This is an optimization exercise on Yosys and OpenROAD, whose aim is small area and a short achievable clock period, not a production implementation. In this exercise RTL edits were held to simulation tests only and were not proved equivalent to the original.

## crane_dot4
module crane_dot4 (
    input  wire         clk,
    input  wire         rst,
    input  wire         in_valid,
    input  wire         in_acc,
    input  wire [9:0]   in_anchor,
    input  wire [2:0]   in_wfmt,
    input  wire [2:0]   in_xfmt,
    input  wire         in_wmx,
    input  wire         in_xmx,
    input  wire [7:0]   in_wscale,
    input  wire [7:0]   in_xscale,
    input  wire [31:0]  in_w,
    input  wire [31:0]  in_x,
    output reg          out_valid,
    output wire [127:0] out_acc,
    output wire         out_ovf,
    output wire         out_inx,
    output wire         out_nf
);
Size: ~6100 cells after synthesis, about 230 I/O pins, roughly 0.050 sq mm of cells after synthesis.
clock: 24.0 ns
lec_check: 0
cap_margin: 20
core_margin: 2
core_utilization: 65
cts_buf_list: sky130_fd_sc_hd__clkbuf_4 sky130_fd_sc_hd__clkbuf_8
place_density: 0.75
slew_margin: 20
tns_end_percent: 5
standard.sh (not shown) runs the stock make flow with config.mk's settings and CLKGATE_MAP_FILE= SYNTH_SCRIPT=/design/flow/synth_recipe.tcl, a recipe that flattens the netlist after the stock synthesis.
==> flow/flow/run.sh <==
#!/bin/bash
# Layout flow: the standard layout (standard.sh) with two changes to how
# it is made, none to the constraints it is measured against:
#  - the ports are buffered by the smallest plain buffer instead of the
#    delay buffer ORFS picks by default (every port still gets a buffer);
#  - ORFS's timing repair aims for more setup slack than the default, so
#    that it works on the paths that set the achieved period.
# The full output of the make run goes to flow_make.log in the work folder.
set -euo pipefail
export BUFFER_PORTS_ARGS="-buffer_cell sky130_fd_sc_hd__buf_1"
export SETUP_SLACK_MARGIN=17.8
bash standard.sh finish > flow_make.log 2>&1
Change:
==> flow/run.sh (new file) <==
#!/bin/bash
# synth_recipe.tcl (not shown) runs the flow's synth.tcl, then flattens the netlist and writes it again
# the make line also repeats each setting of config.mk as NAME=value (left out here)
make -C /OpenROAD-flow-scripts/flow DESIGN_CONFIG=/design/flow/config.mk WORK_HOME=/design/flow/orfs CLKGATE_MAP_FILE= SYNTH_SCRIPT=/design/flow/synth_recipe.tcl finish
- ABC_AREA: not set -> 1
- CTS_BUF_LIST: sky130_fd_sc_hd__clkbuf_4 sky130_fd_sc_hd__clkbuf_8 -> not set
- TNS_END_PERCENT: 5 -> not set
removed: flow/flow/run.sh
removed: flow/standard.sh
Clock skew decreases by 14 ps.
Setup slack degrades by 1300 ps.
Hold slack improved by 4.3 ps.
Wire length goes up by 13%.
Non-clock buffer count drops by 198.
Die area rose by 4.1%.
Critical path depth grows by 6.
Via count rises by 13%.
Maximum frequency fell by 17%.
Change:
==> flow/flow/run.sh (new file) <==
#!/bin/bash
# Layout flow: the standard layout (standard.sh) with two changes to how
# it is made, none to the constraints it is measured against:
#  - the ports are buffered by the smallest plain buffer instead of the
#    delay buffer ORFS picks by default (every port still gets a buffer);
#  - ORFS's timing repair aims for more setup slack than the default, so
#    that it works on the paths that set the achieved period.
# The full output of the make run goes to flow_make.log in the work folder.
set -euo pipefail
export BUFFER_PORTS_ARGS="-buffer_cell sky130_fd_sc_hd__buf_1"
export SETUP_SLACK_MARGIN=17.8
bash standard.sh finish > flow_make.log 2>&1
==> flow/standard.sh (new file) <==
#!/bin/bash
# synth_recipe.tcl (not shown) runs the flow's synth.tcl, then flattens the netlist and writes it again
# the make line also repeats each setting of config.mk as NAME=value (left out here)
make -C /OpenROAD-flow-scripts/flow DESIGN_CONFIG=/design/flow/config.mk WORK_HOME=/design/flow/orfs CLKGATE_MAP_FILE= SYNTH_SCRIPT=/design/flow/synth_recipe.tcl "${@:-finish}"
- CORE_UTILIZATION: 65 -> 70
- CTS_BUF_LIST: not set -> sky130_fd_sc_hd__clkbuf_4 sky130_fd_sc_hd__clkbuf_8
- PLACE_DENSITY: 0.75 -> 0.8
- TNS_END_PERCENT: not set -> 5
removed: flow/run.sh
After rerunning:
- The new run completed with no timing, DRC or antenna violations
- core utilization rose by 4.5 points
- synthesized area is unchanged
- setup slack improves by 1500 ps
- sequential share of layout area rose by 0.39 points
Change:
--- a/flow/flow/run.sh
+++ b/flow/flow/run.sh
@@ -9,4 +9,4 @@
 set -euo pipefail
 export BUFFER_PORTS_ARGS="-buffer_cell sky130_fd_sc_hd__buf_1"
-export SETUP_SLACK_MARGIN=17.8
+export SETUP_SLACK_MARGIN=16.5
 bash standard.sh finish > flow_make.log 2>&1
- CORE_UTILIZATION: 70 -> 65
- PLACE_DENSITY: 0.8 -> 0.75
- TNS_END_PERCENT: 5 -> not set
The new run ran to the end with no violations.
Cell area decreases by 1.3%.
Worst hold slack is worse by 11 ps.
Routed wire length increases by about 1.2%.
Area after synthesis does not change.
Global-route usage decreases by 2.2 points.
First-iteration DRC count decreases by about 16%.
Sequential cell count is unchanged.
Die area increases by 7.6%.
Change:
--- a/flow/flow/run.sh
+++ b/flow/flow/run.sh
@@ -9,4 +9,4 @@
 set -euo pipefail
 export BUFFER_PORTS_ARGS="-buffer_cell sky130_fd_sc_hd__buf_1"
-export SETUP_SLACK_MARGIN=16.5
+export SETUP_SLACK_MARGIN=17.8
 bash standard.sh finish > flow_make.log 2>&1
- TNS_END_PERCENT: not set -> 5
Effect: Final area rose slightly; clock-buffer cell count stays the same; first-iteration DRC count rose slightly; wire length grows slightly; worst setup slack improved by 1000 ps; clock skew hardly moves; area after synthesis does not change.
Change:
--- a/flow/flow/run.sh
+++ b/flow/flow/run.sh
@@ -9,4 +9,4 @@
 set -euo pipefail
 export BUFFER_PORTS_ARGS="-buffer_cell sky130_fd_sc_hd__buf_1"
-export SETUP_SLACK_MARGIN=17.8
+export SETUP_SLACK_MARGIN=18.0
 bash standard.sh finish > flow_make.log 2>&1
- TNS_END_PERCENT: 5 -> 0
=> Cell area barely changes; register-to-register slack gains 90 ps; routed wire length is higher by 0.36%; via count is higher by 0.39%; worst setup slack gains 40 ps; worst hold slack gains 3.4 ps; critical path depth is lower by 23.

* * *

crane_dot4, a different RTL version from the one above (not shown whole).
Size in the first run: roughly 7,300 cells after synthesis, ~230 I/O pins, ~51,000 µm² of cells after synthesis.
Settings: LEC_CHECK=0, ABC_AREA=1, CAP_MARGIN=20, CORE_MARGIN=2, CORE_UTILIZATION=65, PLACE_DENSITY=0.75, SLEW_MARGIN=20; clock period 24.0 ns.
run.sh (not shown) runs the stock make flow with config.mk's settings and CLKGATE_MAP_FILE= SYNTH_SCRIPT=/design/flow/synth_recipe.tcl, a recipe that flattens the netlist after the stock synthesis.
Stock flow here: none of the scripts above is used.
Change:
Settings changed: ABC_AREA 1 to unset, CORE_UTILIZATION 65 to 40, PLACE_DENSITY 0.75 to unset.
The changed run went through all stages and came out clean.
Flip-flop and latch count does not change.
Non-clock buffer count goes up by 24.
Die area goes up by 61%.
Wire length goes down by 4.1%.
Global-route usage goes down by 19 points.
Cell area goes up by 1.2%.

==> separate check: timing with driven ports <==
No port has a modelled driver above. Below, the same layouts with a new extraction and two added sets of constraints.
Step 1, drivers: a clkbuf_16 drives clk and a buf_2 each remaining input, both assumed.
Step 2 also shifts input and output timing later by t, the mid clock arrival at the registers, as if the neighbouring blocks saw the same clock.
a / b / c = ideal / step 1 / step 2; a / b = the first two.
run	shift t [ns]	setup slack, ns	hold WS [ns]	latest minus earliest clock arrival (ns)	cell pins on the clock port's net
the first run of note 1	0.794	17.626 / 17.626 / 17.626	0.325 / 0.325 / 0.325	0.050 / 0.049	1
the second run of note 1	0.704	16.353 / 16.353 / 16.353	0.330 / 0.330 / 0.330	0.036 / 0.036	1
the third run of note 1	0.795	17.819 / 17.785 / 17.819	0.331 / 0.331 / 0.331	0.080 / 0.080	1
the fourth run of note 1	0.832	16.814 / 16.814 / 16.814	0.320 / 0.320 / 0.320	0.038 / 0.038	1
the fifth run of note 1	0.828	17.824 / 17.788 / 17.824	0.320 / 0.320 / 0.320	0.042 / 0.041	1
the sixth run of note 1	0.831	17.864 / 17.790 / 17.914	0.323 / 0.323 / 0.323	0.048 / 0.048	1
the first run of note 2	0.692	15.549 / 15.549 / 15.549	0.309 / 0.309 / 0.309	0.037 / 0.037	1
the second run of note 2	0.732	14.983 / 14.983 / 14.983	0.330 / 0.330 / 0.330	0.082 / 0.083	1
After both steps every run listed still meets setup and hold.
